Background: an optimization exercise with open tools, aiming at small area and a short achievable clock period. Do not read the settings as production practice. Where RTL was checked, it was by simulation tests only, not by an equivalence proof against the original. Only the layout flow was run in run 3; the RTL was not checked for function there. The flow treats the clock pin as an ideal source. Dropping or thinning the clock tree relies on that and would not hold on a real chip.

--- flow/design.v ---
module cmd_check (
    input  wire        clk,
    input  wire        rst,           
    input  wire        in_valid,
    input  wire [31:0] in_data,       
    input  wire        in_last,       
    input  wire [2:0]  in_nbytes,     
    input  wire        queue_full,    
    input  wire [3:0]  mode,          
    output reg         res_valid,
    output reg         res_proto,     
    output wire [7:0]  res_status,
    output wire [15:0] res_opcode,
    output wire [15:0] res_tag,
    output wire        res_prio
);
    localparam [7:0] ST_OK             = 8'h00;
    localparam [7:0] ST_BAD_OPCODE     = 8'h10;
    localparam [7:0] ST_BAD_LENGTH     = 8'h11;
    localparam [7:0] ST_LENGTH_EXCEEDS = 8'h12;
    localparam [7:0] ST_BAD_CRC        = 8'h13;
    localparam [7:0] ST_OUT_OF_RANGE   = 8'h15;
    localparam [7:0] ST_WRONG_MODE     = 8'h20;
    localparam [7:0] ST_QUEUE_FULL     = 8'h31;
    function op_known(input [15:0] op);
        op_known = (op[15:12] == 4'h0) & (op[7:6] == 2'b00) & ((op[0] & !op[1] & !op[2] & !op[3] & !op[4] & !op[5] & !op[11]) | (op[1] & !op[2] & !op[3] & !op[4] & !op[5] & op[9] & op[10] & !op[11]) | (!op[1] & !op[2] & !op[3] & op[4] & !op[5] & op[8] & !op[10] & !op[11]) | (op[2] & !op[3] & !op[4] & !op[5] & !op[8] & op[9] & op[10] & !op[11]) | (op[1] & !op[2] & !op[3] & !op[4] & !op[5] & !op[8] & !op[10] & !op[11]) | (!op[0] & op[1] & !op[2] & !op[3] & !op[4] & !op[5] & op[10] & !op[11]) | (!op[2] & !op[3] & op[4] & !op[5] & op[8] & op[9] & !op[10] & !op[11]) | (op[0] & !op[1] & !op[2] & !op[3] & !op[4] & !op[5] & !op[9] & !op[10]) | (!op[0] & !op[1] & !op[2] & !op[3] & !op[4] & op[5] & op[8] & !op[10] & !op[11]) | (!op[0] & !op[1] & !op[2] & !op[3] & op[4] & !op[5] & !op[9] & op[10] & !op[11]) | (!op[0] & op[1] & !op[2] & !op[3] & !op[4] & !op[5] & !op[9] & !op[10] & op[11]) | (op[0] & !op[1] & !op[2] & !op[3] & !op[5] & !op[8] & !op[9] & op[10] & !op[11]) | (!op[0] & !op[1] & !op[2] & !op[3] & op[4] & op[8] & !op[9] & !op[10] & !op[11]));
    endfunction
    function len_ok(input [15:0] op, input [12:0] L);
        len_ok =
            (((op[5] & !op[9]) | (!op[1] & !op[8] & !op[9] & !op[10]) | (!op[0] & !op[1] & op[2]) | (!op[0] & op[8] & op[9] & op[10]) | (op[0] & !op[1] & op[4] & op[9]) | (op[0] & op[8] & !op[9] & op[10]) | (!op[0] & !op[8] & !op[9] & !op[10] & !op[11]) | (op[0] & op[1] & !op[2] & !op[8] & op[10])) && (L == 13'd0)) |
            (((op[0] & op[1] & !op[9])) && (L <= 13'd4092)) |
            (((!op[5] & op[8] & !op[9] & !op[10] & !op[11]) | (op[1] & op[2]) | (op[0] & op[1] & op[8]) | (op[0] & op[2]) | (!op[0] & op[8] & op[11]) | (op[0] & !op[4] & !op[8] & !op[9] & op[10])) && (L == 13'd4)) |
            (((!op[1] & !op[8] & op[9] & !op[10])) && (L >= 13'd8 && L <= 13'd4084)) |
            (((!op[0] & !op[8] & op[9] & !op[10])) && (L >= 13'd8 && L <= 13'd1032)) |
            (((op[1] & !op[9] & op[10]) | (op[1] & !op[8] & op[11]) | (op[0] & op[4] & !op[8]) | (op[4] & op[8] & op[10]) | (!op[1] & op[8] & op[9] & op[10]) | (op[0] & op[1] & !op[8] & op[9] & !op[10])) && (L == 13'd8)) |
            (((op[0] & !op[4] & op[8] & op[9] & !op[10])) && (L >= 13'd6 && L <= 13'd2050)) |
            (((!op[0] & !op[1] & op[4] & op[9])) && (L >= 13'd4)) |
            (((!op[0] & op[1] & op[4])) && (L == 13'd12)) |
            (((op[5] & op[9])) && (L >= 13'd14 && L <= 13'd24)) |
            (((!op[0] & op[4] & !op[8])) && (L == 13'd44)) |
            (((!op[1] & !op[2] & !op[8] & op[9] & op[10])) && (L == 13'd260)) |
            (((!op[0] & !op[2] & !op[8] & op[9] & op[10])) && (L >= 13'd13)) |
            (((!op[1] & op[8] & op[11])) && (L == 13'd20));
    endfunction
    function mode_ok(input [15:0] op, input [3:0] md);
        reg [7:0] allowed;
        begin
            allowed[0] = (!op[8] & !op[9] & !op[10] & !op[11]);
            allowed[1] = (op[1] & !op[8] & op[9] & op[10]) | (op[8] & !op[9] & op[10]) | (!op[8] & !op[9] & !op[10] & !op[11]) | (!op[0] & op[2]) | (!op[2] & !op[8] & op[9] & op[10]);
            allowed[2] = (!op[8]) | (op[1]) | (op[0] & !op[10] & !op[11]) | (!op[9] & op[10]) | (op[4] & op[9]) | (op[4] & op[5]);
            allowed[3] = (!op[8]) | (op[4]) | (op[1]) | (op[0] & !op[10] & !op[11]) | (!op[9] & op[10]);
            allowed[4] = (!op[4] & !op[5]) | (op[9]) | (op[10]) | (op[0]) | (op[4] & op[5]);
            allowed[5] = (!op[2] & !op[8]) | (!op[0] & op[1]) | (op[0] & !op[10] & !op[11]) | (!op[9] & op[10]) | (!op[0] & !op[5] & op[9]) | (op[4] & op[5]) | (op[1] & op[2]);
            allowed[6] = (op[0] & !op[10] & !op[11]) | (!op[0] & !op[5] & op[9]) | (!op[8] & !op[10]) | (op[8] & !op[9] & op[10]) | (op[5] & !op[9]) | (op[0] & op[1] & !op[8]) | (!op[2] & !op[8] & op[9]);
            allowed[7] = (!op[8] & !op[10]) | (!op[5] & op[9] & !op[10]) | (op[1] & !op[8] & op[9]) | (op[8] & !op[9] & op[10]) | (!op[0] & op[2]) | (op[4] & op[5]) | (!op[2] & !op[8] & op[9]);
            mode_ok = !md[3] && allowed[md[2:0]];
        end
    endfunction
    localparam [2:0] S_H0 = 3'd0, S_H1 = 3'd1, S_H2 = 3'd2,
                     S_FULL = 3'd4, S_PART = 3'd5, S_DONE = 3'd6;
    reg  [2:0]  nxt;           
    reg  [2:0]  cur;           
    reg         v;             
    reg         l1, q1;        
    reg         mok1;          
    reg         nbok1;         
    reg         fin1;          
    reg  [31:0] x;
    reg  [10:0] cnt;           
    reg  [1:0]  r;             
    reg  [15:0] op_r, tag_r;   
    reg         prio_r;
    reg         over_r;        
    reg         vrf_r;         
    reg         lenok_r;       
    reg         hok_r;         
    reg         cok_r;         
    reg  [4:0]  stat_r;        
    wire take  = in_valid & ~rst;
    wire cnt0  = (cnt == 11'd0);
    wire n_hdr = !nxt[2];
    wire n_part = (nxt == S_PART);
    reg [2:0] nxt_n;
    always @(*) begin
        if (in_last)
            nxt_n = S_H0;
        else case (nxt)
            S_H0:    nxt_n = S_H1;
            S_H1:    nxt_n = S_H2;
            S_H2:    nxt_n = S_FULL;
            S_FULL:  nxt_n = !cnt0 ? S_FULL : (r == 2'd0) ? S_DONE : S_PART;
            default: nxt_n = S_DONE;
        endcase
    end
    wire [15:0] c16_a = {x[7:0], x[15:8]};       
    wire [15:0] c16_y;
    wire [15:0] c16_b = c16_y ^ {x[23:16], x[31:24]};
    wire [15:0] c16_z;
    wire m16a_t16 = c16_a[9] ^ c16_a[13];
    wire m16a_t17 = c16_a[10] ^ c16_a[14];
    wire m16a_t18 = c16_a[4] ^ c16_a[8];
    wire m16a_t19 = c16_a[7] ^ c16_a[15];
    wire m16a_t20 = c16_a[6] ^ m16a_t17;
    wire m16a_t21 = c16_a[5] ^ m16a_t16;
    wire m16a_t22 = c16_a[12] ^ m16a_t18;
    wire m16a_t23 = c16_a[3] ^ c16_a[11];
    wire m16a_t24 = c16_a[1] ^ c16_a[12];
    wire m16a_t25 = c16_a[0] ^ c16_a[11];
    wire m16a_t26 = c16_a[2] ^ c16_a[13];
    wire m16a_t27 = c16_a[14] ^ m16a_t23;
    wire m16a_t28 = m16a_t21 ^ m16a_t24;
    wire m16a_t29 = m16a_t22 ^ m16a_t25;
    wire m16a_t30 = c16_a[15] ^ m16a_t22;
    wire m16a_t31 = c16_a[11] ^ m16a_t20;
    wire m16a_t32 = m16a_t19 ^ m16a_t27;
    wire m16a_t33 = m16a_t26 ^ m16a_t20;
    wire m16a_t34 = m16a_t21 ^ m16a_t29;
    wire m16a_t35 = m16a_t20 ^ m16a_t28;
    wire m16a_t36 = m16a_t19 ^ m16a_t26;
    wire m16a_t37 = m16a_t36 ^ m16a_t31;
    wire m16a_t38 = c16_a[8] ^ c16_a[12];
    wire m16a_t39 = m16a_t38 ^ m16a_t32;
    wire m16a_t40 = m16a_t16 ^ m16a_t30;
    wire m16a_t41 = m16a_t17 ^ m16a_t21;
    wire m16a_t42 = c16_a[15] ^ m16a_t31;
    wire m16a_t43 = c16_a[0] ^ m16a_t18;
    wire m16a_t44 = m16a_t19 ^ m16a_t43;
    wire m16a_t45 = c16_a[8] ^ c16_a[1];
    wire m16a_t46 = c16_a[5] ^ c16_a[9];
    wire m16a_t47 = m16a_t45 ^ m16a_t46;
    wire m16a_t48 = c16_a[9] ^ c16_a[2];
    wire m16a_t49 = c16_a[10] ^ c16_a[6];
    wire m16a_t50 = m16a_t48 ^ m16a_t49;
    wire m16a_t51 = c16_a[7] ^ c16_a[10];
    wire m16a_t52 = m16a_t23 ^ m16a_t51;
    assign c16_y[0] = m16a_t29;
    assign c16_y[1] = m16a_t28;
    assign c16_y[2] = m16a_t33;
    assign c16_y[3] = m16a_t32;
    assign c16_y[4] = m16a_t30;
    assign c16_y[5] = m16a_t34;
    assign c16_y[6] = m16a_t35;
    assign c16_y[7] = m16a_t37;
    assign c16_y[8] = m16a_t39;
    assign c16_y[9] = m16a_t40;
    assign c16_y[10] = m16a_t41;
    assign c16_y[11] = m16a_t42;
    assign c16_y[12] = m16a_t44;
    assign c16_y[13] = m16a_t47;
    assign c16_y[14] = m16a_t50;
    assign c16_y[15] = m16a_t52;
    wire m16b_t16 = c16_b[9] ^ c16_b[13];
    wire m16b_t17 = c16_b[10] ^ c16_b[14];
    wire m16b_t18 = c16_b[4] ^ c16_b[8];
    wire m16b_t19 = c16_b[7] ^ c16_b[15];
    wire m16b_t20 = c16_b[6] ^ m16b_t17;
    wire m16b_t21 = c16_b[5] ^ m16b_t16;
    wire m16b_t22 = c16_b[12] ^ m16b_t18;
    wire m16b_t23 = c16_b[3] ^ c16_b[11];
    wire m16b_t24 = c16_b[1] ^ c16_b[12];
    wire m16b_t25 = c16_b[0] ^ c16_b[11];
    wire m16b_t26 = c16_b[2] ^ c16_b[13];
    wire m16b_t27 = c16_b[14] ^ m16b_t23;
    wire m16b_t28 = m16b_t21 ^ m16b_t24;
    wire m16b_t29 = m16b_t22 ^ m16b_t25;
    wire m16b_t30 = c16_b[15] ^ m16b_t22;
    wire m16b_t31 = c16_b[11] ^ m16b_t20;
    wire m16b_t32 = m16b_t19 ^ m16b_t27;
    wire m16b_t33 = m16b_t26 ^ m16b_t20;
    wire m16b_t34 = m16b_t21 ^ m16b_t29;
    wire m16b_t35 = m16b_t20 ^ m16b_t28;
    wire m16b_t36 = m16b_t19 ^ m16b_t26;
    wire m16b_t37 = m16b_t36 ^ m16b_t31;
    wire m16b_t38 = c16_b[8] ^ c16_b[12];
    wire m16b_t39 = m16b_t38 ^ m16b_t32;
    wire m16b_t40 = m16b_t16 ^ m16b_t30;
    wire m16b_t41 = m16b_t17 ^ m16b_t21;
    wire m16b_t42 = c16_b[15] ^ m16b_t31;
    wire m16b_t43 = c16_b[0] ^ m16b_t18;
    wire m16b_t44 = m16b_t19 ^ m16b_t43;
    wire m16b_t45 = c16_b[8] ^ c16_b[1];
    wire m16b_t46 = c16_b[5] ^ c16_b[9];
    wire m16b_t47 = m16b_t45 ^ m16b_t46;
    wire m16b_t48 = c16_b[9] ^ c16_b[2];
    wire m16b_t49 = c16_b[10] ^ c16_b[6];
    wire m16b_t50 = m16b_t48 ^ m16b_t49;
    wire m16b_t51 = c16_b[7] ^ c16_b[10];
    wire m16b_t52 = m16b_t23 ^ m16b_t51;
    assign c16_z[0] = m16b_t29;
    assign c16_z[1] = m16b_t28;
    assign c16_z[2] = m16b_t33;
    assign c16_z[3] = m16b_t32;
    assign c16_z[4] = m16b_t30;
    assign c16_z[5] = m16b_t34;
    assign c16_z[6] = m16b_t35;
    assign c16_z[7] = m16b_t37;
    assign c16_z[8] = m16b_t39;
    assign c16_z[9] = m16b_t40;
    assign c16_z[10] = m16b_t41;
    assign c16_z[11] = m16b_t42;
    assign c16_z[12] = m16b_t44;
    assign c16_z[13] = m16b_t47;
    assign c16_z[14] = m16b_t50;
    assign c16_z[15] = m16b_t52;
    wire [31:0] c32_x = x;
    wire [31:0] c32_n;
    wire m32_t32 = c32_x[0] ^ c32_x[22];
    wire m32_t33 = c32_x[2] ^ c32_x[7];
    wire m32_t34 = c32_x[3] ^ c32_x[21];
    wire m32_t35 = c32_x[1] ^ c32_x[23];
    wire m32_t36 = c32_x[4] ^ m32_t32;
    wire m32_t37 = c32_x[5] ^ c32_x[12];
    wire m32_t38 = c32_x[13] ^ c32_x[29];
    wire m32_t39 = c32_x[6] ^ c32_x[11];
    wire m32_t40 = c32_x[10] ^ c32_x[26];
    wire m32_t41 = c32_x[17] ^ c32_x[24];
    wire m32_t42 = c32_x[19] ^ c32_x[27];
    wire m32_t43 = c32_x[14] ^ c32_x[30];
    wire m32_t44 = c32_x[16] ^ c32_x[28];
    wire m32_t45 = c32_x[18] ^ c32_x[25];
    wire m32_t46 = c32_x[15] ^ c32_x[31];
    wire m32_t47 = c32_x[8] ^ c32_x[9];
    wire m32_t48 = c32_x[20] ^ m32_t33;
    wire m32_t49 = c32_x[23] ^ m32_t44;
    wire m32_t50 = c32_x[3] ^ c32_x[5];
    wire m32_t51 = c32_x[4] ^ c32_x[24];
    wire m32_t52 = c32_x[25] ^ c32_x[29];
    wire m32_t53 = c32_x[28] ^ m32_t34;
    wire m32_t54 = m32_t38 ^ m32_t43;
    wire m32_t55 = m32_t35 ^ m32_t42;
    wire m32_t56 = c32_x[8] ^ m32_t37;
    wire m32_t57 = m32_t36 ^ m32_t45;
    wire m32_t58 = c32_x[18] ^ c32_x[26];
    wire m32_t59 = c32_x[0] ^ c32_x[12];
    wire m32_t60 = c32_x[9] ^ c32_x[14];
    wire m32_t61 = c32_x[2] ^ c32_x[20];
    wire m32_t62 = c32_x[27] ^ c32_x[30];
    wire m32_t63 = c32_x[31] ^ m32_t40;
    wire m32_t64 = c32_x[7] ^ m32_t46;
    wire m32_t65 = m32_t35 ^ m32_t41;
    wire m32_t66 = m32_t39 ^ m32_t40;
    wire m32_t67 = m32_t38 ^ m32_t59;
    wire m32_t68 = m32_t33 ^ m32_t34;
    wire m32_t69 = c32_x[6] ^ c32_x[26];
    wire m32_t70 = c32_x[13] ^ c32_x[17];
    wire m32_t71 = c32_x[2] ^ c32_x[28];
    wire m32_t72 = c32_x[0] ^ c32_x[31];
    wire m32_t73 = c32_x[7] ^ c32_x[13];
    wire m32_t74 = c32_x[11] ^ c32_x[15];
    wire m32_t75 = c32_x[8] ^ c32_x[22];
    wire m32_t76 = c32_x[9] ^ c32_x[15];
    wire m32_t77 = c32_x[6] ^ c32_x[10];
    wire m32_t78 = c32_x[7] ^ c32_x[16];
    wire m32_t79 = c32_x[6] ^ m32_t46;
    wire m32_t80 = c32_x[20] ^ m32_t43;
    wire m32_t81 = m32_t52 ^ m32_t61;
    wire m32_t82 = c32_x[10] ^ m32_t34;
    wire m32_t83 = m32_t33 ^ m32_t60;
    wire m32_t84 = c32_x[24] ^ m32_t47;
    wire m32_t85 = m32_t37 ^ m32_t46;
    wire m32_t86 = c32_x[25] ^ m32_t39;
    wire m32_t87 = m32_t50 ^ m32_t77;
    wire m32_t88 = c32_x[5] ^ m32_t32;
    wire m32_t89 = c32_x[27] ^ m32_t47;
    wire m32_t90 = c32_x[22] ^ m32_t51;
    wire m32_t91 = c32_x[9] ^ m32_t66;
    wire m32_t92 = c32_x[21] ^ m32_t36;
    wire m32_t93 = c32_x[1] ^ m32_t54;
    wire m32_t94 = m32_t68 ^ m32_t79;
    wire m32_t95 = m32_t48 ^ m32_t51;
    wire m32_t96 = m32_t53 ^ m32_t72;
    wire m32_t97 = m32_t41 ^ m32_t82;
    wire m32_t98 = m32_t45 ^ m32_t53;
    wire m32_t99 = m32_t41 ^ m32_t49;
    wire m32_t100 = m32_t45 ^ m32_t64;
    wire m32_t101 = m32_t36 ^ m32_t48;
    wire m32_t102 = m32_t44 ^ m32_t55;
    wire m32_t103 = c32_x[3] ^ c32_x[8];
    wire m32_t104 = c32_x[16] ^ m32_t35;
    wire m32_t105 = m32_t69 ^ m32_t103;
    wire m32_t106 = m32_t104 ^ m32_t105;
    wire m32_t107 = m32_t101 ^ m32_t106;
    wire m32_t108 = c32_x[4] ^ c32_x[5];
    wire m32_t109 = m32_t108 ^ m32_t68;
    wire m32_t110 = m32_t65 ^ m32_t89;
    wire m32_t111 = m32_t109 ^ m32_t110;
    wire m32_t112 = m32_t71 ^ m32_t84;
    wire m32_t113 = m32_t87 ^ m32_t57;
    wire m32_t114 = m32_t112 ^ m32_t113;
    wire m32_t115 = c32_x[4] ^ c32_x[7];
    wire m32_t116 = c32_x[19] ^ m32_t35;
    wire m32_t117 = m32_t50 ^ m32_t52;
    wire m32_t118 = m32_t115 ^ m32_t116;
    wire m32_t119 = m32_t117 ^ m32_t91;
    wire m32_t120 = m32_t118 ^ m32_t119;
    wire m32_t121 = m32_t62 ^ m32_t66;
    wire m32_t122 = m32_t56 ^ m32_t95;
    wire m32_t123 = m32_t121 ^ m32_t122;
    wire m32_t124 = m32_t37 ^ m32_t73;
    wire m32_t125 = m32_t86 ^ m32_t89;
    wire m32_t126 = m32_t124 ^ m32_t96;
    wire m32_t127 = m32_t125 ^ m32_t126;
    wire m32_t128 = c32_x[3] ^ c32_x[10];
    wire m32_t129 = m32_t60 ^ m32_t61;
    wire m32_t130 = m32_t128 ^ m32_t67;
    wire m32_t131 = m32_t49 ^ m32_t129;
    wire m32_t132 = m32_t130 ^ m32_t131;
    wire m32_t133 = c32_x[4] ^ m32_t74;
    wire m32_t134 = m32_t133 ^ m32_t97;
    wire m32_t135 = m32_t93 ^ m32_t134;
    wire m32_t136 = c32_x[2] ^ c32_x[11];
    wire m32_t137 = c32_x[16] ^ m32_t43;
    wire m32_t138 = m32_t136 ^ m32_t85;
    wire m32_t139 = m32_t137 ^ m32_t57;
    wire m32_t140 = m32_t138 ^ m32_t139;
    wire m32_t141 = c32_x[19] ^ m32_t70;
    wire m32_t142 = m32_t46 ^ m32_t56;
    wire m32_t143 = m32_t141 ^ m32_t101;
    wire m32_t144 = m32_t142 ^ m32_t143;
    wire m32_t145 = c32_x[5] ^ c32_x[13];
    wire m32_t146 = m32_t58 ^ m32_t145;
    wire m32_t147 = m32_t83 ^ m32_t146;
    wire m32_t148 = m32_t92 ^ m32_t147;
    wire m32_t149 = c32_x[14] ^ c32_x[15];
    wire m32_t150 = m32_t75 ^ m32_t149;
    wire m32_t151 = m32_t87 ^ m32_t55;
    wire m32_t152 = m32_t150 ^ m32_t151;
    wire m32_t153 = m32_t39 ^ m32_t76;
    wire m32_t154 = m32_t49 ^ m32_t153;
    wire m32_t155 = m32_t95 ^ m32_t154;
    wire m32_t156 = c32_x[0] ^ m32_t78;
    wire m32_t157 = m32_t52 ^ m32_t56;
    wire m32_t158 = m32_t156 ^ m32_t97;
    wire m32_t159 = m32_t157 ^ m32_t158;
    wire m32_t160 = c32_x[1] ^ c32_x[26];
    wire m32_t161 = c32_x[30] ^ m32_t39;
    wire m32_t162 = m32_t70 ^ m32_t47;
    wire m32_t163 = m32_t160 ^ m32_t161;
    wire m32_t164 = m32_t162 ^ m32_t57;
    wire m32_t165 = m32_t163 ^ m32_t164;
    wire m32_t166 = c32_x[18] ^ m32_t37;
    wire m32_t167 = m32_t83 ^ m32_t55;
    wire m32_t168 = m32_t63 ^ m32_t166;
    wire m32_t169 = m32_t167 ^ m32_t168;
    wire m32_t170 = m32_t73 ^ m32_t74;
    wire m32_t171 = m32_t40 ^ m32_t90;
    wire m32_t172 = m32_t170 ^ m32_t102;
    wire m32_t173 = m32_t171 ^ m32_t172;
    wire m32_t174 = c32_x[11] ^ c32_x[14];
    wire m32_t175 = c32_x[27] ^ m32_t174;
    wire m32_t176 = m32_t81 ^ m32_t56;
    wire m32_t177 = m32_t175 ^ m32_t99;
    wire m32_t178 = m32_t176 ^ m32_t177;
    wire m32_t179 = c32_x[30] ^ m32_t69;
    wire m32_t180 = m32_t76 ^ m32_t41;
    wire m32_t181 = m32_t67 ^ m32_t179;
    wire m32_t182 = m32_t180 ^ m32_t98;
    wire m32_t183 = m32_t181 ^ m32_t182;
    wire m32_t184 = m32_t78 ^ m32_t42;
    wire m32_t185 = m32_t63 ^ m32_t184;
    wire m32_t186 = m32_t93 ^ m32_t57;
    wire m32_t187 = m32_t185 ^ m32_t186;
    wire m32_t188 = c32_x[17] ^ m32_t39;
    wire m32_t189 = m32_t42 ^ m32_t43;
    wire m32_t190 = m32_t44 ^ m32_t50;
    wire m32_t191 = m32_t64 ^ m32_t36;
    wire m32_t192 = m32_t188 ^ m32_t189;
    wire m32_t193 = m32_t190 ^ m32_t191;
    wire m32_t194 = m32_t192 ^ m32_t193;
    wire m32_t195 = c32_x[3] ^ c32_x[17];
    wire m32_t196 = c32_x[29] ^ m32_t32;
    wire m32_t197 = m32_t71 ^ m32_t58;
    wire m32_t198 = m32_t195 ^ m32_t85;
    wire m32_t199 = m32_t196 ^ m32_t197;
    wire m32_t200 = m32_t198 ^ m32_t199;
    wire m32_t201 = c32_x[30] ^ m32_t38;
    wire m32_t202 = m32_t42 ^ m32_t75;
    wire m32_t203 = m32_t58 ^ m32_t48;
    wire m32_t204 = m32_t201 ^ m32_t202;
    wire m32_t205 = m32_t203 ^ m32_t204;
    wire m32_t206 = c32_x[23] ^ m32_t42;
    wire m32_t207 = m32_t47 ^ m32_t80;
    wire m32_t208 = m32_t206 ^ m32_t96;
    wire m32_t209 = m32_t207 ^ m32_t208;
    wire m32_t210 = c32_x[29] ^ m32_t40;
    wire m32_t211 = m32_t84 ^ m32_t49;
    wire m32_t212 = m32_t210 ^ m32_t94;
    wire m32_t213 = m32_t211 ^ m32_t212;
    wire m32_t214 = m32_t62 ^ m32_t65;
    wire m32_t215 = m32_t81 ^ m32_t91;
    wire m32_t216 = m32_t214 ^ m32_t215;
    wire m32_t217 = c32_x[11] ^ c32_x[12];
    wire m32_t218 = c32_x[24] ^ m32_t33;
    wire m32_t219 = m32_t62 ^ m32_t217;
    wire m32_t220 = m32_t63 ^ m32_t218;
    wire m32_t221 = m32_t219 ^ m32_t98;
    wire m32_t222 = m32_t220 ^ m32_t221;
    wire m32_t223 = c32_x[31] ^ m32_t67;
    wire m32_t224 = m32_t86 ^ m32_t48;
    wire m32_t225 = m32_t102 ^ m32_t223;
    wire m32_t226 = m32_t224 ^ m32_t225;
    wire m32_t227 = c32_x[6] ^ c32_x[12];
    wire m32_t228 = m32_t227 ^ m32_t54;
    wire m32_t229 = m32_t99 ^ m32_t92;
    wire m32_t230 = m32_t228 ^ m32_t229;
    wire m32_t231 = m32_t65 ^ m32_t88;
    wire m32_t232 = m32_t54 ^ m32_t100;
    wire m32_t233 = m32_t231 ^ m32_t232;
    wire m32_t234 = c32_x[3] ^ c32_x[19];
    wire m32_t235 = m32_t234 ^ m32_t80;
    wire m32_t236 = m32_t90 ^ m32_t100;
    wire m32_t237 = m32_t235 ^ m32_t236;
    wire m32_t238 = c32_x[1] ^ c32_x[19];
    wire m32_t239 = c32_x[25] ^ m32_t238;
    wire m32_t240 = m32_t88 ^ m32_t239;
    wire m32_t241 = m32_t94 ^ m32_t240;
    assign c32_n[0] = m32_t107;
    assign c32_n[1] = m32_t111;
    assign c32_n[2] = m32_t114;
    assign c32_n[3] = m32_t120;
    assign c32_n[4] = m32_t123;
    assign c32_n[5] = m32_t127;
    assign c32_n[6] = m32_t132;
    assign c32_n[7] = m32_t135;
    assign c32_n[8] = m32_t140;
    assign c32_n[9] = m32_t144;
    assign c32_n[10] = m32_t148;
    assign c32_n[11] = m32_t152;
    assign c32_n[12] = m32_t155;
    assign c32_n[13] = m32_t159;
    assign c32_n[14] = m32_t165;
    assign c32_n[15] = m32_t169;
    assign c32_n[16] = m32_t173;
    assign c32_n[17] = m32_t178;
    assign c32_n[18] = m32_t183;
    assign c32_n[19] = m32_t187;
    assign c32_n[20] = m32_t194;
    assign c32_n[21] = m32_t200;
    assign c32_n[22] = m32_t205;
    assign c32_n[23] = m32_t209;
    assign c32_n[24] = m32_t213;
    assign c32_n[25] = m32_t216;
    assign c32_n[26] = m32_t222;
    assign c32_n[27] = m32_t226;
    assign c32_n[28] = m32_t230;
    assign c32_n[29] = m32_t233;
    assign c32_n[30] = m32_t237;
    assign c32_n[31] = m32_t241;
    wire        c_hdr = !cur[2];                  
    wire [31:0] base  = (nxt == S_H0) ? 32'h0000FFFF :
                        n_hdr         ? {16'h0000, c16_z[7:0], c16_z[15:8]} :
                        c_hdr         ? 32'hFFFFFFFF : c32_n;
    wire [3:1]  lanes = {!n_part, !n_part | (r == 2'd3), !n_part | r[1]};
    wire [31:0] x_n   = base ^ (in_data & {{8{lanes[3]}}, {8{lanes[2]}},
                                           {8{lanes[1]}}, 8'hFF});
    wire [15:0] len_in = in_data[31:16];
    always @(posedge clk) begin
        v     <= take;
        l1    <= in_last;
        q1    <= queue_full;
        mok1  <= mode_ok(op_r, mode);
        nbok1 <= in_nbytes[2] | (n_part && (in_nbytes[1:0] >= r));
        if (rst)
            nxt <= S_H0;
        else if (take)
            nxt <= nxt_n;
        if (in_valid) begin
            x    <= x_n;
            cur  <= nxt;
            fin1 <= n_part | ((nxt == S_FULL) & cnt0 & (r == 2'd0));
        end
        if (in_valid & (nxt == S_H1)) begin
            cnt    <= len_in[12:2];
            r      <= len_in[1:0];
            over_r <= (len_in > 16'd4096);
            vrf_r  <= (in_data[15:8] == 8'h01) && (in_data[7:1] == 7'h00);
        end else if (in_valid & (nxt == S_FULL) & !cnt0)
            cnt <= cnt - 11'd1;
        if (in_valid & (nxt == S_H2))
            vrf_r <= vrf_r & (in_data[15:0] == 16'h0000);
    end
    wire h0   = (cur == S_H0);
    wire h1   = (cur == S_H1);
    wire h2   = (cur == S_H2);
    wire pay  = cur[2];
    wire done = (cur == S_DONE);
    wire hok_now = (c16_y == {x[31:24], x[23:16]});
    wire cok_now = (r == 2'd0) ? (x == 32'hFFFFFFFF) :
                   (r == 2'd1) ? (x == 32'h00BE26ED) :
                   (r == 2'd2) ? (x == 32'hBE26ED00) : (x == 32'h2DFD1072);
    wire hdr_cpl = pay | (h2 & nbok1);
    wire hok     = h2 ? hok_now : hok_r;
    wire len6    = done | (fin1 & nbok1);
    wire cok     = done ? cok_r : cok_now;
    wire good    = hdr_cpl & hok;
    reg [7:0] status;
    always @(*) begin
        if (!hok)                       status = ST_BAD_CRC;
        else if (over_r)                status = ST_LENGTH_EXCEEDS;
        else if (q1)                    status = ST_QUEUE_FULL;
        else if (!vrf_r)                status = ST_OUT_OF_RANGE;
        else if (!pay || !len6)         status = ST_BAD_LENGTH;
        else if (!cok)                  status = ST_BAD_CRC;
        else if (!op_known(op_r))       status = ST_BAD_OPCODE;
        else if (!lenok_r)              status = ST_BAD_LENGTH;
        else if (!mok1)                 status = ST_WRONG_MODE;
        else                            status = ST_OK;
    end
    always @(posedge clk) begin
        if (v & h1)
            lenok_r <= len_ok(op_r, {cnt, r});
        if (v & h2)
            hok_r <= hok_now;
        if (v & fin1)
            cok_r <= cok_now;
        if (v & l1 & !good) begin
            op_r   <= 16'h0000;
            tag_r  <= 16'h0000;
            prio_r <= 1'b0;
        end else begin
            if (v & h0) begin
                op_r  <= ~x[15:0];
                tag_r <= x[31:16];
            end
            if (in_valid & (nxt == S_H1))
                prio_r <= in_data[0];
        end
        res_valid <= v & l1 & ~rst;
        res_proto <= !hdr_cpl;
        stat_r    <= hdr_cpl ? {status[5], status[4], status[2:0]} : 5'd0;
    end
    assign res_status = {2'b00, stat_r[4], stat_r[3], 1'b0, stat_r[2:0]};
    assign res_opcode = op_r;
    assign res_tag    = tag_r;
    assign res_prio   = prio_r;
endmodule
--- flow/flow/run.sh ---
#!/bin/bash
# Own layout flow: the standard layout (standard.sh), with ORFS's timing
# repair after clock tree synthesis and after global routing aiming for setup
# slack well above zero, so that the layout's achieved period comes out
# short. Repair may resize a cell to any footprint, and the ports are
# buffered with buf_2 cells. The SDC, clock period and every other setting
# are the standard flow's.
set -euo pipefail
here=$(pwd)
margin=$(cat "$here/flow/setup_margin.txt")
bash standard.sh "SETUP_SLACK_MARGIN=$margin" "MATCH_CELL_FOOTPRINT=0" \
    "BUFFER_PORTS_ARGS=-buffer_cell sky130_fd_sc_hd__buf_2" finish \
    > "$here/standard_sh.log" 2>&1
--- flow/flow/setup_margin.txt ---
8.8
--- flow/standard.sh ---
#!/bin/bash
# synth_recipe.tcl (not shown) runs the flow's synth.tcl, then flattens the netlist and writes it again
# the make line also repeats each setting of config.mk as NAME=value (left out here)
make -C /OpenROAD-flow-scripts/flow DESIGN_CONFIG=/design/flow/config.mk WORK_HOME=/design/flow/orfs CLKGATE_MAP_FILE= SYNTH_SCRIPT=/design/flow/synth_recipe.tcl "${@:-finish}"
--- flow/config.mk ---
export PLATFORM = sky130hd
export DESIGN_NAME = cmd_check
export DESIGN_NICKNAME = cmd_check
export VERILOG_FILES = /design/flow/design.v
export SDC_FILE = /design/flow/constraint.sdc
export NUM_CORES = 4
export LEC_CHECK = 0
export CAP_MARGIN = 20
export CORE_MARGIN = 2
export CORE_UTILIZATION = 40
export SLEW_MARGIN = 20
--- flow/constraint.sdc ---
create_clock -name core_clock -period 12.0 [get_ports {clk}]
set_input_delay 2.4000 -clock core_clock [delete_from_list [all_inputs] [get_ports {clk}]]
set_output_delay 2.4000 -clock core_clock [all_outputs]
set_load 0.01 [all_outputs]
==> key figures, run 1 <==
Worst setup path
  – Worst Setup End Kind: output port
  – WP data arrival: around 0.87 ns
  – RR Startpoint: x[15]$_DFFE_PP_
  – Required time of the critical path: 9.60 ns
  – Crit path kind: flip-flop to output port
  – CP startpoint: prio_r$_SDFFE_PP0P_
  – Crit path max fanout: 2
  – Slowest CP cell: dfxtp_4
  – CP startpoint kind: flip-flop
  – Worst Path Buf+Inv: 1
  – CP max stage delay: 0.37 ns
  – CP top delay family: flip-flops
  – CP Cell Sequence: buf_6

Detailed routing
  – Post-Route WL: approximately 32000 um
  – 1st-iter DRT viols: around 940
  – First-pass detailed-route iteration total: 6
  – Detail Route Antenna Nets: 0
  – Wire per inst: 22.7 um
  – Via count: approximately 8100
  – Via/cell ratio: 5.67
  – Residual DRC: 0

Yosys
  – Synth area leaders: xnor2_1, edfxtp_1, dfxtp_1
  – Post-synthesis mux area share: 0.0270
  – Commonest cells post-synth: xnor2_1, nor2_1, nand2_1
  – Largest family of logic cells by synthesized area: XOR/XNOR gates
  – Dominant cell type by area after synthesis: xnor2_1
  – Synth Cell Area: 0.00949 mm^2
  – Synth Warn #: 1
  – EDFF count, synth: 54
  – Post-synthesis compound-gate area fraction: 0.122
  – Register area share after synthesis: 0.272
  – Mean post-synth cell area: between 9 and 10 um^2
  – Synth Area in XOR/XNOR: 0.381
  – Flops & latches, synth: 102
  – Synth Instances: about 1000
  – Ys async rst share: 0
  – Top FF cell, synth: edfxtp_1
  – Simple-gate portion of the synthesized area: 0.134
  – Post-synthesis adder-cell area fraction: 0.0158
  – Synth unique cells: slightly below 80
  – Yosys top cell area share: 0.220
  – Top-count cell post-synth: xnor2_1

Global route
  – Largest net degree at the start of global routing: 51
  – GRT Overall Usage: 0.259
  – Vias in the first global route: 7548
  – Gr ovfl total: 0
  – Global-route wire length before repair: 47700 um
  – Antenna violations before repair: 0

Placed design
  – Placed Cells: roughly 1300
  – IO buf count: 83
  – GP Congestion: around 0.93
  – DPL Wire Length: approximately 22000 um

Cells and area
  – Non-filler instance count after layout: between 1000 and 1500
  – P&R area growth vs syn: 22.0%
  – Layout Nets: ~1200
  – Antenna cells: 0
  – Layout cells sized above 1: 0.253

Job
  – Max_cap viols: 0

Clocking
  – CTS tree: yes
  – Clock edge transition at the registers on the reported setup and hold paths: ~0.090 ns
  – Clk sinks: roughly 100
  – Hold buffers post-CTS: 0
  – Worst-skew pair later-pin latency: about 0.37 ns
  – CTS buffer count: 9
  – Clock root cell: clkbuf_16
  – CTS Buffer Depth: 2
  – H-Tree Depth: 3

STA
  – Final Hold Viols: 0
  – Final Cycle Share: 0.272
  – Max-Slew Margin vs Limit: 0.392
  – Max frequency: 306 MHz
  – Setup tns final: 0 ns
  – Unrepaired setup endpoints after global routing: true
  – Worst slew pin tran: about 0.9 ns
  – Final setup violation count: 0
  – Final clock skew: between 0.009 and 0.01 ns
  – Post-layout min period: around 3.3 ns
  – Slew Viols, Final: 0

Floorplanning
  – Row count: between 50 and 60
  – Die height: between 150 and 200 um
  – Die ar.: 0.0250 mm^2
  – Core area: between 0.02 and 0.025 mm^2
  – Initial Utilization: 0.406
  – Num ports: 87
  – Die Width: 158 um

Min path
  – Min-Delay Startpoint: tag_r[2]$_SDFFE_PP0P_
  – HP Class: flip-flop to flip-flop

Status
  – Outcome: finished clean
[per-stage QoR]
stage	area [um^2]	worst slack [ns]	util	hold slack, ns
finish	11600	8.73	0.495	0.502
global route	11600	8.73	0.495	0.518
CTS	11300	8.73	0.482	0.505
detailed placement	10100	7.99	0.431	0.478
global placement	10100	8.01	0.431	0.469
floorplan	9570	8.66	-	0.406
[repair_timing]
item,4_1_cts,5_1_grt
pin swaps,3,10
resized for setup,90,34
gates cloned,2,3
endpoints found under the setup margin,116,94
setup buffers,59,9
hold endpoints to repair,0,0
[flip-flops by register name (all words and copies together) (netlist names), 2 cells and up]
name and count:
nxt 3, cur 3, cnt 11, tag_r 16, x 32, r 2, stat_r 5, op_r 16
[cell usage in the layout, fill, tap and decap left out, drive strengths merged, types with 30 or more instances in the layout]
master    n
nand2    69
nor2     73
o21ai    32
xnor3    30
dfxtp    48
a21oi    50
edfxtp   54
buf     160
xnor2   244
xor2     61
[final timing paths]
| check | end | slack, ns | cells after the start |
|---|---|---|---|
| hold reg to reg | tag_r[2]$_SDFFE_PP0P_ | 0.50 | 2 |
| setup / recovery | res_prio | 8.73 | 1 |
| hold / removal | tag_r[2]$_SDFFE_PP0P_ | 0.50 | 2 |
| setup reg to reg | stat_r[2]$_SDFF_PP0_ | 8.90 | 9 |
[final cells by class]
class / instances / area (um^2)
Timing Repair Buffer: 163 / 1380
Clock inverter: 7 / 90.1
Fill cell: 2168 / 11800
Tap cell: 319 / 399
Inverter: 21 / 78.8
Sequential cell: 102 / 2650
Clock buffer: 9 / 225
Multi-Input combinational cell: 806 / 6760
[metal layers]
metal | up-vias | GRT usage | share of wire
li1 | 3690 | - | -
met1 | 3890 | 0.360 | 0.43
met2 | 436 | 0.412 | 0.47
met3 | 72 | 0.0391 | 0.080
met4 | 0 | 0.0879 | 0.028
met5 | - | 0 | 0
[cell families after synthesis]
| kind of cell | Yosys count |
|---|---|
| xor gates and xnor gates | 343 |
| DFF | 102 |
| other | 1 |
| buffers and inverters | 101 |
| adders and majority gates | 12 |
| AOI/OAI and AO/OA | 166 |
| muxes | 25 |
| and+or+nand+nor | 254 |
==> run 2: changes to the inputs <==
==> flow/flow/setup_margin.txt (replaced) <==
8.65
--- a/flow/config.mk
+++ b/flow/config.mk
@@ -7,5 +7,5 @@
 export LEC_CHECK = 0
 export CAP_MARGIN = 20
 export CORE_MARGIN = 2
-export CORE_UTILIZATION = 40
+export CORE_UTILIZATION = 65
 export SLEW_MARGIN = 20
==> key figures, run 2 <==
Yosys
  – EDFF count, synth: between 50 and 60
  – Dominant cell type by area after synthesis: xnor2_1
  – Flops & latches, synth: around 100
  – Top FF cell, synth: edfxtp_1
  – Commonest cells post-synth: xnor2_1, nor2_1, nand2_1
  – Top-count cell post-synth: xnor2_1
  – Synth area leaders: xnor2_1, edfxtp_1, dfxtp_1
  – Synth Warn #: 1
  – Synth unique cells: approximately 80
  – Mean post-synth cell area: ~9.5 um^2
  – Register area share after synthesis: 0.272
  – Synth Cell Area: 0.00949 mm^2
  – Synth Instances: approximately 1000
  – Yosys top cell area share: 0.220
  – Ys async rst share: 0

Placed design
  – Area after DPL: a little under 0.01 mm^2
  – IO buf count: 83
  – GP Congestion: 0.956
  – DPL Wire Length: 19800 um

Detailed routing
  – Wire per inst: 22.8 um
  – Via count: slightly above 8000
  – Residual DRC: 0
  – Post-Route WL: between 20000 and 30000 um
  – First-pass detailed-route iteration total: 5
  – Detail Route Antenna Nets: 0
  – Via/cell ratio: 6.34
  – 1st-iter DRT viols: ~1000

Cells and area
  – Design area: ~0.011 mm^2
  – Largest Register: x
  – Commonest non-fill, non-tap cells in the layout: xnor2_1, buf_2, nor2_1, nand2_1
  – Layout cells sized above 1: 0.208
  – Max FFs per register: 32
  – Util after Layout: 0.754
  – Layout Nets: around 1100
  – P&R area growth vs syn: 14.6%
  – Antenna cells: 0
  – Commonest non-fill, non-tap cell in the layout: xnor2_1
  – Biggest regs: x x32, op_r x16, tag_r x16

STA
  – Final setup violation count: 0
  – Final Cycle Share: 0.279
  – Final clock skew: about 0.019 ns
  – Post-layout min period: ~3.4 ns
  – Max-Slew Margin vs Limit: 0.317
  – Unrepaired setup endpoints after global routing: true
  – Setup tns final: 0 ns
  – Max frequency: around 300 MHz
  – Slew Viols, Final: 0
  – Worst slew pin tran: about 1.0 ns
  – Final Hold Viols: 0

Clocking
  – H-Tree Depth: 3
  – Worst-skew pair later-pin latency: roughly 0.37 ns
  – Clock edge transition at the registers on the reported setup and hold paths: approximately 0.08 ns
  – CTS buffer count: 9
  – CTS Buffer Depth: 2
  – Clock root cell: clkbuf_16
  – Hold buffers post-CTS: 0
  – CTS tree: yes
  – Clk sinks: about 100

Floorplanning
  – Die height: ~120 um
  – Num ports: 87
  – Die Width: roughly 120 um
  – Core area: roughly 0.014 mm^2
  – Row count: 44
  – Initial Utilization: 0.658
  – Die ar.: about 0.016 mm^2

Min path
  – Min-Delay Startpoint: tag_r[7]$_SDFFE_PP0P_
  – Worst Hold Path EP: tag_r[7]$_SDFFE_PP0P_
  – Hold path depth: 2
  – HP Class: flip-flop to flip-flop

Worst setup path
  – Worst Setup End Kind: output port
  – FF-to-FF path depth: 7
  – Required time of the critical path: around 9.6 ns
  – Crit path max fanout: 2
  – Reg-to-Reg End: x[0]$_DFFE_PP_
  – CP startpoint kind: flip-flop
  – Crit path kind: flip-flop to output port
  – RR Startpoint: x[10]$_DFFE_PP_
  – WP data arrival: 0.95 ns
  – CP startpoint: op_r[1]$_SDFFE_PP0P_
  – Reg-to-reg setup timing slack: between 8 and 9 ns

Global route
  – Met2 usage: 0.558
  – Global-route wire length before repair: between 40000 and 50000 um
  – Vias in the first global route: 7285
  – Met1 Use GR: 0.561
  – Met3 Track Usage GR: 0.0588
  – Gr ovfl total: 0
  – Antenna violations before repair: 0
  – GRT Overall Usage: 0.371
  – GRT Max-Usage Layer: met1
  – Largest net degree at the start of global routing: a little over 50

Job
  – Max_cap viols: 0

Status
  – Outcome: finished clean
-- run 2: through the flow --
stage                     setup slack, ns  cells  hold WS [ns]
after floorplan                      8.65   1006         0.406
after global placement               7.47   1205         0.467
after detailed placement             7.45   1205         0.473
after CTS                            8.65   1259         0.492
after global routing                 8.64   1279         0.523
final                                8.65   1279         0.490
-- run 2: cells by family after synthesis --
kind of cell	Yosys count	share of synthesized area
xor+xnor	343	0.381
simple gates	254	0.134
compound gates	166	0.122
flops	102	0.272
buf+inv	101	0.0477
mux	25	0.0270
fa+ha+maj	12	0.0158
other cells	1	0.000395
-- run 2: worst max-delay path, stage by stage (launching register included) --
cell     delay [ns]
dfxtp_4        0.36
buf_12         0.12
buf_6          0.11
-- run 2: timing repair --
item	in CTS	in global routing
resized for setup	35	6
setup buffers	35	20
gates cloned	3	0
pin swaps	3	2
endpoints found under the setup margin	77	61
-- run 2: final cells by class --
cell class	count	area, um^2
Multi-Input combinational cell	805	6630
Fill cell	1071	3550
Sequential cell	102	2610
Timing Repair Buffer	151	1020
Tap cell	184	230
Clock buffer	9	225
Inverter	21	78.8
Clock inverter	7	70.1
-- run 2: per-layer routing --
metal	part of all wire	vias up
met3	0.11	71
met4	0.025	0
met5	0	-
met2	0.44	537
met1	0.43	3838
li1	-	3666
-- run 2: worst max path at each step --
stage,end,slack (ns),cells after the start
floorplan,cnt[0]$_DFFE_PP_,8.65,4
global placement,cnt[10]$_DFFE_PP_,7.47,4
detailed placement,cnt[0]$_DFFE_PP_,7.45,4
CTS,res_opcode[1],8.65,2
global route,res_opcode[1],8.64,2
finish,res_opcode[1],8.65,2
==> run 3: changes to the inputs <==
--- a/flow/design.v
+++ b/flow/design.v
@@ -71,13 +71,16 @@
     reg  [15:0] op_r, tag_r;   
     reg         prio_r;
     reg         over_r;        
-    reg         vrf_r;         
+    reg         p1;            
+    reg         vf_r;          
+    reg         rz_r;          
     reg         lenok_r;       
     reg         hok_r;         
     reg         cok_r;         
     reg  [4:0]  stat_r;        
     wire take  = in_valid & ~rst;
-    wire cnt0  = (cnt == 11'd0);
+    wire dec   = v & (cur == S_FULL);
+    wire cnt0  = dec ? (cnt == 11'd1) : (cnt == 11'd0);
     wire n_hdr = !nxt[2];
     wire n_part = (nxt == S_PART);
     reg [2:0] nxt_n;
@@ -453,7 +456,6 @@
     wire [3:1]  lanes = {!n_part, !n_part | (r == 2'd3), !n_part | r[1]};
     wire [31:0] x_n   = base ^ (in_data & {{8{lanes[3]}}, {8{lanes[2]}},
                                            {8{lanes[1]}}, 8'hFF});
-    wire [15:0] len_in = in_data[31:16];
     always @(posedge clk) begin
         v     <= take;
         l1    <= in_last;
@@ -470,14 +472,11 @@
             fin1 <= n_part | ((nxt == S_FULL) & cnt0 & (r == 2'd0));
         end
         if (in_valid & (nxt == S_H1)) begin
-            cnt    <= len_in[12:2];
-            r      <= len_in[1:0];
-            over_r <= (len_in > 16'd4096);
-            vrf_r  <= (in_data[15:8] == 8'h01) && (in_data[7:1] == 7'h00);
-        end else if (in_valid & (nxt == S_FULL) & !cnt0)
-            cnt <= cnt - 11'd1;
+            p1   <= in_data[0];
+            vf_r <= (in_data[15:8] == 8'h01) && (in_data[7:1] == 7'h00);
+        end
         if (in_valid & (nxt == S_H2))
-            vrf_r <= vrf_r & (in_data[15:0] == 16'h0000);
+            rz_r <= (in_data[15:0] == 16'h0000);
     end
     wire h0   = (cur == S_H0);
     wire h1   = (cur == S_H1);
@@ -498,7 +497,7 @@
         if (!hok)                       status = ST_BAD_CRC;
         else if (over_r)                status = ST_LENGTH_EXCEEDS;
         else if (q1)                    status = ST_QUEUE_FULL;
-        else if (!vrf_r)                status = ST_OUT_OF_RANGE;
+        else if (!(vf_r & rz_r))        status = ST_OUT_OF_RANGE;
         else if (!pay || !len6)         status = ST_BAD_LENGTH;
         else if (!cok)                  status = ST_BAD_CRC;
         else if (!op_known(op_r))       status = ST_BAD_OPCODE;
@@ -507,8 +506,13 @@
         else                            status = ST_OK;
     end
     always @(posedge clk) begin
-        if (v & h1)
-            lenok_r <= len_ok(op_r, {cnt, r});
+        if (v & h1) begin
+            cnt     <= x[28:18];
+            r       <= x[17:16];
+            over_r  <= (x[31:16] > 16'd4096);
+            lenok_r <= len_ok(op_r, x[28:16]);
+        end else if (dec)
+            cnt <= cnt - 11'd1;
         if (v & h2)
             hok_r <= hok_now;
         if (v & fin1)
@@ -522,8 +526,8 @@
                 op_r  <= ~x[15:0];
                 tag_r <= x[31:16];
             end
-            if (in_valid & (nxt == S_H1))
-                prio_r <= in_data[0];
+            if (v & h1)
+                prio_r <= p1;
         end
         res_valid <= v & l1 & ~rst;
         res_proto <= !hdr_cpl;
==> flow/flow/run.sh (replaced) <==
#!/bin/bash
# Own layout flow: the standard layout (standard.sh), with
# - the clock tree rebuilt after clock tree synthesis as one level of
#   clkbuf_16 buffers, each driving a group of nearby flip-flops, all four
#   driven from the clock port (flow/clock_tree.tcl, run as ORFS's
#   POST_CTS_TCL hook);
# - ORFS's timing repair after global routing (and after clock tree
#   synthesis) aiming for setup slack well above zero, so that the achieved
#   period comes out short; repair may resize a cell to any footprint;
# - the ports buffered with buf_2 cells.
# The SDC, clock period and every other setting are the standard flow's.
set -euo pipefail
here=$(pwd)
margin=$(cat "$here/flow/setup_margin.txt")
export POST_CTS_TCL="$here/flow/post_cts.tcl"
bash standard.sh "SETUP_SLACK_MARGIN=$margin" "MATCH_CELL_FOOTPRINT=0" \
    "BUFFER_PORTS_ARGS=-buffer_cell sky130_fd_sc_hd__buf_2" \
    "POST_CTS_TCL=$here/flow/post_cts.tcl" finish \
    > "$here/standard_sh.log" 2>&1
==> flow/flow/clock_tree.tcl (new file) <==
proc my_one_level_clock_tree { nbuf } {
  set db [ord::get_db]
  set block [ord::get_db_block]
  set master [$db findMaster sky130_fd_sc_hd__clkbuf_16]
  set clk [$block findNet clk]

  # Walk the tree from the port: buffers and dummy loads are dropped, the
  # rest are sinks.
  set sinks {}
  set drop_insts {}
  set drop_nets {}
  set todo [list $clk]
  while { [llength $todo] } {
    set net [lindex $todo 0]
    set todo [lrange $todo 1 end]
    foreach it [$net getITerms] {
      if { [$it isOutputSignal] } { continue }
      set inst [$it getInst]
      set name [$inst getName]
      if { [string match "clkbuf_*" $name] || [string match "clkload*" $name] } {
        lappend drop_insts $inst
        foreach ot [$inst getITerms] {
          if { [$ot isOutputSignal] && [$ot getNet] ne "NULL" } {
            lappend drop_nets [$ot getNet]
            lappend todo [$ot getNet]
          }
        }
      } else {
        lappend sinks $it
      }
    }
  }
  puts "clock tree: [llength $sinks] sinks, dropping [llength $drop_insts] cells"

  # Sink locations.
  set pts {}
  foreach it $sinks {
    set bb [[$it getInst] getBBox]
    lappend pts [list [expr {([$bb xMin] + [$bb xMax]) / 2.0}] [expr {([$bb yMin] + [$bb yMax]) / 2.0}]]
  }
  # k-means, started from points spread along x then y order.
  set n [llength $pts]
  set sorted [lsort -real -index 0 $pts]
  set cent {}
  for { set k 0 } { $k < $nbuf } { incr k } {
    lappend cent [lindex $sorted [expr {int(($k + 0.5) * $n / $nbuf)}]]
  }
  for { set iter 0 } { $iter < 50 } { incr iter } {
    set asg {}
    foreach p $pts {
      set best 0
      set bd 1e30
      for { set k 0 } { $k < $nbuf } { incr k } {
        set c [lindex $cent $k]
        set d [expr {abs([lindex $p 0] - [lindex $c 0]) + abs([lindex $p 1] - [lindex $c 1])}]
        if { $d < $bd } { set bd $d; set best $k }
      }
      lappend asg $best
    }
    set newc {}
    for { set k 0 } { $k < $nbuf } { incr k } {
      set sx 0.0; set sy 0.0; set cnt 0
      foreach p $pts a $asg {
        if { $a == $k } { set sx [expr {$sx + [lindex $p 0]}]; set sy [expr {$sy + [lindex $p 1]}]; incr cnt }
      }
      if { $cnt } { lappend newc [list [expr {$sx / $cnt}] [expr {$sy / $cnt}]] } else { lappend newc [lindex $cent $k] }
    }
    set cent $newc
  }

  # Remove the old tree.
  foreach it $sinks { $it disconnect }
  foreach inst $drop_insts { odb::dbInst_destroy $inst }
  foreach net $drop_nets { odb::dbNet_destroy $net }

  # Build the new one.
  for { set k 0 } { $k < $nbuf } { incr k } {
    set inst [odb::dbInst_create $block $master "clkbuf_leaf_${k}_clk"]
    set net [odb::dbNet_create $block "clknet_leaf_${k}_clk"]
    $net setSigType CLOCK
    foreach it [$inst getITerms] {
      set mt [[$it getMTerm] getName]
      if { $mt eq "A" } { $it connect $clk }
      if { $mt eq "X" } { $it connect $net }
    }
    set c [lindex $cent $k]
    $inst setLocation [expr {int([lindex $c 0])}] [expr {int([lindex $c 1])}]
    $inst setPlacementStatus PLACED
    $inst setSourceType TIMING
    set cnt 0
    foreach it $sinks a $asg {
      if { $a == $k } { $it connect $net; incr cnt }
    }
    puts "clock buffer $k: $cnt sinks at $c"
  }
  $clk setSigType CLOCK
}
==> flow/flow/post_cts.tcl (new file) <==
# POST_CTS hook: one level of clock buffers instead of TritonCTS's tree.
source [file join [file dirname [info script]] clock_tree.tcl]
my_one_level_clock_tree 4
detailed_placement
check_placement -verbose
estimate_parasitics -placement
report_clock_latency
==> flow/flow/setup_margin.txt (replaced) <==
9.0
--- a/flow/config.mk
+++ b/flow/config.mk
@@ -7,5 +7,5 @@
 export LEC_CHECK = 0
 export CAP_MARGIN = 20
 export CORE_MARGIN = 2
-export CORE_UTILIZATION = 65
+export CORE_UTILIZATION = 40
 export SLEW_MARGIN = 20
==> key figures, run 3 <==
Status
  – Outcome: finished clean

Yosys
  – Top-count cell post-synth: xnor2_1
  – Synth unique cells: 67
  – EDFF count, synth: 56
  – Synth Cell Area: 0.00939 mm^2
  – Yosys top cell area share: 0.227
  – Dominant cell type by area after synthesis: xnor2_1
  – Top FF cell, synth: edfxtp_1
  – Synth Instances: about 1000
  – Mean post-synth cell area: approximately 9 um^2
  – Commonest cells post-synth: xnor2_1, nand2_1, nor2_1
  – Register area share after synthesis: 0.281
  – Ys async rst share: 0
  – Flops & latches, synth: approximately 100
  – Synth Warn #: 1
  – Synth area leaders: xnor2_1, edfxtp_1, dfxtp_1

STA
  – Final Cycle Share: 0.277
  – Final setup violation count: 0
  – Final Hold Viols: 0
  – Final clock skew: between 0.03 and 0.04 ns
  – Max frequency: 301 MHz
  – Unrepaired setup endpoints after global routing: true
  – Post-layout min period: 3.32 ns
  – Setup tns final: 0 ns
  – Max-Slew Margin vs Limit: 0.331
  – Worst slew pin tran: ~1 ns
  – Slew Viols, Final: 0

Cells and area
  – Fill cells: about 2100
  – Design area: approximately 0.012 mm^2
  – Layout cells sized above 1: 0.318
  – Seq. cell area: around 0.0027 mm^2
  – Largest Register: x
  – Commonest non-fill, non-tap cell in the layout: xnor2_1
  – Commonest non-fill, non-tap cells in the layout: xnor2_1, buf_4, nand2_1, nor2_1, edfxtp_1
  – Layout Nets: 1250
  – Antenna cells: 0
  – Biggest regs: x x32, op_r x16, tag_r x16
  – Max FFs per register: 32
  – Multi-input logic area: about 0.007 mm^2
  – Non-filler instance count after layout: between 1500 and 2000
  – P&R area growth vs syn: 29.9%

Floorplanning
  – Core area: approximately 0.023 mm^2
  – Die ar.: 0.0247 mm^2
  – Die Width: around 160 um
  – Initial Utilization: 0.404
  – Num ports: between 80 and 90
  – Die height: ~160 um
  – Row count: 56

Clocking
  – Worst-skew pair later-pin latency: 0.18 ns
  – Clk sinks: roughly 100
  – Clock edge transition at the registers on the reported setup and hold paths: roughly 0.11 ns

Min path
  – Hold path depth: 2
  – Worst Hold Path EP: tag_r[5]$_SDFFE_PP0P_
  – Min-Delay Startpoint: tag_r[5]$_SDFFE_PP0P_
  – HP Class: flip-flop to flip-flop

Detailed routing
  – Post-Route WL: 33300 um
  – First-pass detailed-route iteration total: 5
  – Via count: approximately 8400
  – Residual DRC: 0
  – Detail Route Antenna Nets: 0
  – 1st-iter DRT viols: 660
  – Via/cell ratio: 5.55
  – Wire per inst: around 22 um

Worst setup path
  – RR Startpoint: x[10]$_DFFE_PP_
  – FF-to-FF path depth: 9
  – Reg-to-reg setup timing slack: ~8.7 ns
  – Reg-to-Reg End: op_r[12]$_SDFFE_PP0P_
  – Worst Setup End Kind: flip-flop
  – WP data arrival: about 3.4 ns
  – Required time of the critical path: roughly 12 ns
  – Crit path max fanout: 8
  – Crit path kind: flip-flop to flip-flop
  – CP startpoint kind: flip-flop

Global route
  – Vias in the first global route: 8116
  – GRT Overall Usage: 0.266
  – Global-route wire length before repair: slightly below 50000 um
  – Antenna violations before repair: 0
  – Largest net degree at the start of global routing: 49
  – Gr ovfl total: 0

Placed design
  – IO buf count: 83
  – DPL Wire Length: 20900 um
  – GP Congestion: roughly 0.95
  – Placed Cells: 1383
  – Area after DPL: between 0.01 and 0.015 mm^2

Job
  – Max_cap viols: 0
==> run 3: cell types whose count changed in the layout (fill, tap and decap cells not counted), moves of 13 or more <==
cell	delta
a21oi_2	+23
buf_2	-41
buf_4	+63
buf_6	+40
dfxtp_1	-27
dfxtp_2	+25
mux2i_1	-15
nand2_1	+49
xnor2_1	-14
xnor3_1	-13
==> run 3: logic make-up (layout without fill, tap and decap cells) <==
group,after synthesis,after routing,share of synthesized area
AO/OA/AOI/OAI,175,175,0.123
XOR/XNOR,338,338,0.368
adder cells (fa/ha/maj),11,11,0.0147
buffers and inverters,99,243,0.0436
flip-flops,104,104,0.281
multiplexers,7,7,0.00773
other,1,3,0.000399
AND/OR/NAND/NOR,312,312,0.162
==> run 3: final cells by class, clock buffers not listed <==
type,count,area share
inverter,21,0.00800
multi-input combinational,846,0.575
sequential,104,0.222
tap,319,0.0327
timing repair buffer,218,0.153
==> run 3: worst max-delay path by stage <==
stage / start / endpoint / slack (ns) / cells past startpoint
finish: x[10]$_DFFE_PP_ / op_r[12]$_SDFFE_PP0P_ / 8.68 / 9
global route: x[10]$_DFFE_PP_ / op_r[12]$_SDFFE_PP0P_ / 8.59 / 9
detailed placement: in_valid / p1$_DFFE_PP_ / 8.07 / 2
global placement: in_valid / p1$_DFFE_PP_ / 8.11 / 2
floorplan: in_data[15] / rz_r$_DFFE_PP_ / 8.95 / 3
==> run 3: per-layer routing <==
layer,global-route usage,wire length [um],vias up
li1,-,-,3867
met1,0.344,13500,4046
met2,0.432,15700,394
met3,0.0482,2670,89
met4,0.122,1530,0
met5,0,0,-
==> run 3: critical path, cell delays in order, from the launching register on <==
cell and delay (ns):
edfxtp_1 0.55, xnor2_4 0.20, xor3_2 0.44, xor3_1 0.19, or4_1 0.54, or4_4 0.59
nor3_4 0.19, a21oi_4 0.15, clkbuf_16 0.20, a211oi_2 0.19
==> run 3: metrics by stage <==
| stage | hold slack (ns) | worst slack (ns) | utilization |
|---|---|---|---|
| 6_report | 0.478 | 8.68 | 0.525 |
| 5_1_grt | 0.497 | 8.59 | 0.525 |
| 3_5_place_dp | 0.444 | 8.07 | 0.433 |
| 3_3_place_gp | 0.443 | 8.11 | 0.433 |
| 2_1_floorplan | 0.406 | 8.95 | - |

what the ideal ports hide:
The results above use ideal ports. As a check the final layouts listed here were re-extracted and re-timed, cells and wires unchanged.
Step 1: set_driving_cell puts a clkbuf_16 on clk and a buf_2 on each other input, an assumption about the parent block.
Step 2 also shifts input and output timing later by t, the mid clock arrival at the registers, as if the neighbouring blocks saw the same clock.
Slacks: no drivers / after step 1 / after step 2; pairs: no drivers / after step 1.
run	shift t [ns]	slack for setup (ns)	worst register clock-pin slew, ns
run 1	0.416	8.734 / 8.685 / 8.414	0.09 / 0.09
run 2	0.407	8.650 / 8.606 / 8.343	0.09 / 0.09
run 3	0.269	8.677 / 8.676 / 8.592	0.12 / 0.12
After both steps setup and hold are still met in every run listed. The setup slack of run 1, which loses most, moves by -0.049 ns with the drivers and by -0.320 ns with both steps.
